Context: an optimization exercise on an open-source flow, tuned for small area and a short achievable clock period. The choices shown serve that exercise and are no tape-out recipe.
In this exercise RTL edits were held to simulation tests only and were not proved equivalent to the original.

==> flow/design.v (outline; a module is shown in full before it is edited, if it fits) <==
// module fadd16: 957 lines
module fadd16 (
    input  wire         clk,
    input  wire         rst,
    input  wire         in_valid,
    input  wire [511:0] in_terms,     
    output reg          out_valid,
    output reg  [31:0]  out_sum
);
  // ...
==> flow/flow/run.sh <==
#!/bin/bash
# Own layout flow: the standard ORFS flow, with
#  - the synthesis script flow/my_synth.tcl (synth_recipe.tcl, optionally with
#    another ABC script, flow/abc.script if present), and without the
#    generic ABC pass inside Yosys's synth (SYNTH_ARGS=-noabc),
#  - sky130_fd_sc_hd__buf_1 as the port buffers,
#  - repair_timing aiming at a setup margin (the SDC is unchanged),
#  - a clock tree of clkbuf_16 with no dummy loads.
# Each tool's output goes to the ORFS logs under orfs/logs; make's own output
# to make.log here.
set -euo pipefail
W=$PWD
if [[ -f $W/flow/abc.script ]]; then export MY_ABC_SCRIPT=$W/flow/abc.script; fi
MARGIN=$(cat $W/flow/margin 2>/dev/null || echo 0)
make -C "$FLOW_HOME" DESIGN_CONFIG=$W/config.mk WORK_HOME=$W/orfs CLKGATE_MAP_FILE= \
    SYNTH_SCRIPT=$W/flow/my_synth.tcl SYNTH_ARGS=-noabc \
    BUFFER_PORTS_ARGS="-buffer_cell sky130_fd_sc_hd__buf_1" \
    SETUP_SLACK_MARGIN=$MARGIN \
    CTS_ARGS="-sink_clustering_enable -repair_clock_nets -dont_use_dummy_load -buf_list {sky130_fd_sc_hd__clkbuf_16} -sink_clustering_size 24 -sink_clustering_max_diameter 80" \
    finish > $W/make.log 2>&1
R=$W/orfs/results/$FLOW_PLATFORM/fadd16/base
: # left out here: write the final layout as DEF
==> flow/flow/abc.script <==
strash
dch
amap
==> flow/flow/margin <==
55
==> flow/flow/my_synth.tcl <==
proc synth {args} { yosys synth -nofsm -noshare {*}$args }
proc abc {args} {
  set i [lsearch -exact $args -script]
  if { $i >= 0 && [info exists ::env(MY_ABC_SCRIPT)] } {
    set args [lreplace $args [expr {$i + 1}] [expr {$i + 1}] $::env(MY_ABC_SCRIPT)]
  }
  puts "my abc: $args"
  yosys abc {*}$args
}
source $::env(SCRIPTS_DIR)/synth.tcl
# left out here: clear keep_hierarchy, flatten, clean up, hide names made inside functions, write 1_2_yosys.v
==> flow/standard.sh <==
#!/bin/bash
# synth_recipe.tcl (not shown) runs the flow's synth.tcl, then flattens the netlist and writes it again
# the make line also repeats each setting of config.mk as NAME=value (left out here)
make -C /OpenROAD-flow-scripts/flow DESIGN_CONFIG=/design/flow/config.mk WORK_HOME=/design/flow/orfs CLKGATE_MAP_FILE= SYNTH_SCRIPT=/design/flow/synth_recipe.tcl "${@:-finish}"
==> flow/config.mk <==
export PLATFORM = sky130hd
export DESIGN_NAME = fadd16
export DESIGN_NICKNAME = fadd16
export VERILOG_FILES = /design/flow/design.v
export SDC_FILE = /design/flow/constraint.sdc
export NUM_CORES = 4
export LEC_CHECK = 0
export ABC_AREA = 1
export CAP_MARGIN = 20
export CORE_MARGIN = 2
export CORE_UTILIZATION = 65
export SLEW_MARGIN = 20
==> flow/constraint.sdc <==
create_clock -name core_clock -period 70.0 [get_ports {clk}]
set_input_delay 14.0000 -clock core_clock [delete_from_list [all_inputs] [get_ports {clk}]]
set_output_delay 14.0000 -clock core_clock [all_outputs]
set_load 0.01 [all_outputs]
==> summary.md, run 1 <==
| Metric | Value |
|---|---|
| Slack of the critical path | `54.88 ns` |
| Layout overhead on the synthesized area | `11.5%` |
| Residual DRC | `0` |
| Number of cell instances on the worst register-to-register path | `50` |
| WHS Endpoint | `out_sum[31]` |
| Number of enable-type register cells in the synthesized netlist | `0` |
| Delay contributed by the slowest stage of the critical path | `0.34 ns` |
| Final std cells w/o fill | `8,095` |
| Clk_buf instances | `43` |
| Commonest cells after routing, fill and taps aside | `sky130_fd_sc_hd__o22ai_1, sky130_fd_sc_hd__nor2_1, sky130_fd_sc_hd__dfxtp_1` |
| Syn. warnings | `1` |
| Effective utilization at floorplan | `65.7%` |
| Met2 Routed Length | `94,300 um` |
| Signal inverters | `412` |
| Layout cell share with drive strength beyond 1 | `4.44%` |
| Die Width | `287 um` |
| Most flop-heavy register | `r_terms` |
| Share of synthesized cell area in and, or, nand and nor gates | `16.6%` |
| Final-report hold violation count | `0` |
| Sequential cell area in the final layout | `13,000 um^2` |
| Seq area share | `22.5%` |
| Status | `finished clean` |
| Maximum level of the CTS H-tree | `2` |
| Gpl congestion | `1.22` |
| Cell family with most CP delay | `flip-flops` |
| Buf+Inv Stages, Crit Path | `1` |
| Hpwl dp | `178,000 um` |
| Largest contributor to cell area by class | `multi-input gates` |
==> inputs of run 2 (changes only) <==
--- a/flow/flow/run.sh
+++ b/flow/flow/run.sh
@@ -16,7 +16,7 @@
     SYNTH_SCRIPT=$W/flow/my_synth.tcl SYNTH_ARGS=-noabc \
     BUFFER_PORTS_ARGS="-buffer_cell sky130_fd_sc_hd__buf_1" \
     SETUP_SLACK_MARGIN=$MARGIN \
-    CTS_ARGS="-sink_clustering_enable -repair_clock_nets -dont_use_dummy_load -buf_list {sky130_fd_sc_hd__clkbuf_16} -sink_clustering_size 24 -sink_clustering_max_diameter 80" \
+    CTS_ARGS="-sink_clustering_enable -repair_clock_nets -dont_use_dummy_load -buf_list {sky130_fd_sc_hd__clkbuf_16} -sink_clustering_size 30 -sink_clustering_max_diameter 60" \
     finish > $W/make.log 2>&1
 R=$W/orfs/results/$FLOW_PLATFORM/fadd16/base
 : # left out here: write the final layout as DEF
--- a/flow/config.mk
+++ b/flow/config.mk
@@ -8,5 +8,5 @@
 export ABC_AREA = 1
 export CAP_MARGIN = 20
 export CORE_MARGIN = 2
-export CORE_UTILIZATION = 65
+export CORE_UTILIZATION = 55
 export SLEW_MARGIN = 20
==> summary.md, run 2 <==
| Metric | Value |
|---|---|
| Delay contributed by the slowest stage of the critical path | `0.33 ns (about the same)` |
| Number of search-and-repair iterations in the first detailed-routing pass | `7` |
| Effective utilization at floorplan | `55.6% (-10 points)` |
| Leading post-synthesis cells by instance count | `sky130_fd_sc_hd__o22ai_1, sky130_fd_sc_hd__nor2_1, sky130_fd_sc_hd__dfxtp_1` |
| Post-synthesis instance area | `52,000 um^2` |
| Number of antenna-violating nets in the routed design | `0` |
| Final-layout fill cell count | `8,396` |
| Status | `finished clean` |
| Syn_nets | `7,579` |
| Commonest cells after routing, fill and taps aside | `sky130_fd_sc_hd__o22ai_1, sky130_fd_sc_hd__nor2_1, sky130_fd_sc_hd__dfxtp_1` |
| Dominant cells by area after synthesis | `sky130_fd_sc_hd__dfxtp_1, sky130_fd_sc_hd__fa_1, sky130_fd_sc_hd__o22ai_1` |
| Class of the tightest hold or removal check | `reg -> reg` |
| Most used DFF post-synth | `sky130_fd_sc_hd__dfxtp_1` |
| Final-report hold violation count | `0 (unchanged)` |
| Most flop-heavy register | `r_terms` |
| Worst-path cell chain | `buf_6` |
| Clock input transition at the sequential cells of the worst setup and hold paths | `0.09 ns` |
| Number of DRC markers after the initial detailed-route iteration | `7,101` |
| Number of global-route vias before repair | `50,400` |
| Hpwl dp | `182,000 um (+1.9%)` |
| Pin count of the biggest net entering global routing | `36` |
| Maximum fanout count along the critical path | `1` |
| Maximum root-to-sink buffer count | `3` |
| Data required time of the worst path | `56.00 ns` |
| Cell taking the most area after synthesis | `sky130_fd_sc_hd__dfxtp_1` |
| Global router's overall resource usage | `42.8%` |
| Residual DRC | `0 (unchanged)` |
| Slew at the pin closest to its max-slew limit | `1.18 ns` |
| Worst hold slack | `0.443 ns` |
| Routed via count | `55,000` |
| Number of enable-type register cells in the synthesized netlist | `0 (unchanged)` |
| Startpoint class of the critical path | `register` |
| Layout overhead on the synthesized area | `11.8%` |
| Worst R2R Start | `r_terms[221]` |
| Largest registers | `r_terms x512, p_cols x92, out_sum x32` |
| Most instantiated library cell after synthesis | `sky130_fd_sc_hd__o22ai_1` |
| Dominant combinational cell family by area after synthesis | `compound AO/OA/AOI/OAI gates` |
| Commonest non-fill, non-tap cell in the layout | `sky130_fd_sc_hd__o22ai_1` |
| RSZ-0062 raised after global routing | `true` |
| Post-synthesis average cell area | `8.17 um^2` |
| Die Width | `311 um (+8.6%)` |
| Post-route setup TNS | `0 ns` |
| Number of distinct library cells after synthesis | `49` |
| Layout cell share with drive strength beyond 1 | `3.93% (-0.51 points)` |
| Headroom to the max-slew limit | `20.4%` |
| Critical path depth in cells | `1` |
| Buf+Inv Stages, Crit Path | `1 (unchanged)` |
| Share of synthesized cell area in and, or, nand and nor gates | `16.6% (unchanged)` |
| Max FFs per register | `512` |
| Classification of the worst setup path | `reg -> out` |
| Latest clock arrival within the worst-skew pair | `0.70 ns` |
| Xor and xnor fraction of the mapped netlist area | `0.169%` |
| FP Rows | `112` |
| Final setup violating endpoints | `0` |
| Total Die Area | `97,000 um^2` |
| Chip height | `311 um` |
| Maximum level of the CTS H-tree | `2 (unchanged)` |
| Ratio of final minimum period to clock period | `21.6%` |
| Sequential-to-total area share from yosys stat | `25.0%` |
| Compound-gate portion of the synthesized area | `32.4%` |
| Number of max-capacitance violations reported | `0` |
| Fraction of synthesized cell area taken by the top area cell type | `25.0%` |
| WL/cell | `26.1 um` |
| Design Area, Final | `58,100 um^2` |
| Combined area of the multi-input logic cells | `37,800 um^2` |
| Syn. warnings | `1 (unchanged)` |
| Wire length of the first global-routing pass | `312,000 um` |
| Crit. End Element | `output pin` |
| CP Data Arrival Time | `1.14 ns` |
| Number of cell instances on the worst register-to-register path | `47 (-6.0%)` |
| Cell family with most CP delay | `flip-flops` |
| Via density per instance | `6.63` |
| Port Buf Inserts | `547` |
| Core Area | `93,500 um^2` |
| Register-to-Register Setup Slack | `55.16 ns` |
| Post-detailed-placement cell area | `56,300 um^2` |
| Total overflow reported by the global router | `0` |
| Gpl congestion | `1.13 (-7.3%)` |
| Crit-path slowest cell | `sky130_fd_sc_hd__dfxtp_2` |
| Reg2Reg Capture Point | `p_cols[4]` |
| Root buffer cell | `sky130_fd_sc_hd__clkbuf_16` |
| Total CTS buffers | `51` |
| # hold bufs at CTS | `0` |
| Critical path startpoint | `out_sum[1]` |
| Cells after synthesis | `6,360` |
| TritonCTS clock tree | `yes` |
| Routed wire length | `217,000 um` |
| Antenna violations before repair | `1` |
| Io pins | `548` |
| Async S/R FF share, synth | `0%` |
| Adder-Cell Fraction of Synth Area | `22.8%` |
| Share of cell area taken by muxes after synthesis | `0%` |
| Final net count | `8,264` |
| Capturing element of the worst setup path | `out_sum[1]` |
| Clock tree sinks | `650` |
| FMAX | `0.0660 GHz` |
| Flip-flop and latch count after synthesis | `650` |
| Post-Route Utilization | `62.2%` |
| Period minus WS final | `15.14 ns` |
| Sequential cell area in the final layout | `13,000 um^2 (about the same)` |
| Count of pins over their slew limit | `0` |
| Max Clock Skew | `0.112 ns` |
==> run 2: cell counts after synthesis <==
No cell type changed its count.
==> run 2: cell type report <==
class	count	share of cell area, %
timing repair inverter	1	0.00861
tap	1254	2.70
antenna	2	0.00861
inverter	403	2.76
timing repair buffer	630	4.85
multi-input combinational	5308	65.1
sequential	650	22.4
clock buffer	51	2.20
==> run 2: how the worst min path moves through the flow <==
stage	endpoint	slack, ns	cells after the start	start
6_report	out_sum[31]	0.44	1	p_pinf
5_1_grt	out_sum[31]	0.45	1	p_pinf
3_5_place_dp	out_sum[31]	0.42	1	p_pinf
2_1_floorplan	out_sum[31]	0.40	1	p_pinf
3_3_place_gp	out_sum[31]	0.41	1	p_pinf
4_1_cts	out_sum[31]	0.42	1	p_pinf
==> run 2: kinds of logic (layout without fill, tap and decap cells) <==
family                   count (synthesis)  in the layout
AO/OA/AOI/OAI                         2643           2643
AND/OR/NAND/NOR                       1950           1951
adder cells (fa/ha/maj)                704            704
flip-flops                             650            650
buffers and inverters                  403           1085
XOR/XNOR                                10             10
other                                    0              2
==> run 2: stage by stage <==
| stage | worst slack (ns) | cells |
|---|---|---|
| after floorplan | 55.04 | 6360 |
| after global routing | 54.82 | 8297 |
| after CTS | 54.82 | 8293 |
| after global placement | 53.52 | 8242 |
| after detailed placement | 53.29 | 8242 |
| final | 54.86 | 8299 |
==> run 2: metal layers <==
layer	GRT usage (%)	routed length, um
met3	8.93	22300
met4	31.9	20200
met2	68.1	94900
met5	0	0
met1	51.2	79600
==> run 2: timing repair <==
action | CTS | global route
endpoints found under the setup margin | 149 | 149
buffers inserted | 0 | 2
resized for setup | 78 | 78
pin swaps | 0 | 2
cloned | 0 | 2

separate check: timing with driven ports:
The flow's constraints put no driver on any port. The routed layouts listed below were extracted and timed again, unchanged, in two steps. Step 1 (the two cells are an assumption about what drives the block):
set clk [get_ports {clk}]
set_driving_cell -lib_cell sky130_fd_sc_hd__clkbuf_16 $clk
set_driving_cell -lib_cell sky130_fd_sc_hd__buf_2 [delete_from_list [all_inputs] $clk]
Step 2 moves the port delays by t, midway between the first and last clock arrival at a register: inputs arrive t later, outputs are due t later. That takes back most of the time a late clock gives input paths. Three values: ideal ports, drivers, drivers and shift; two values: the first two.
run	t, ns	setup WS [ns]	hold WS [ns]	worst register clock-pin slew, ns
run 1	0.703	54.876 / 54.799 / 54.983	0.416 / 0.416 / 0.416	0.10 / 0.10
run 2	0.724	54.856 / 54.780 / 55.157	0.443 / 0.443 / 0.443	0.11 / 0.11
After both steps every run listed still meets setup and hold.
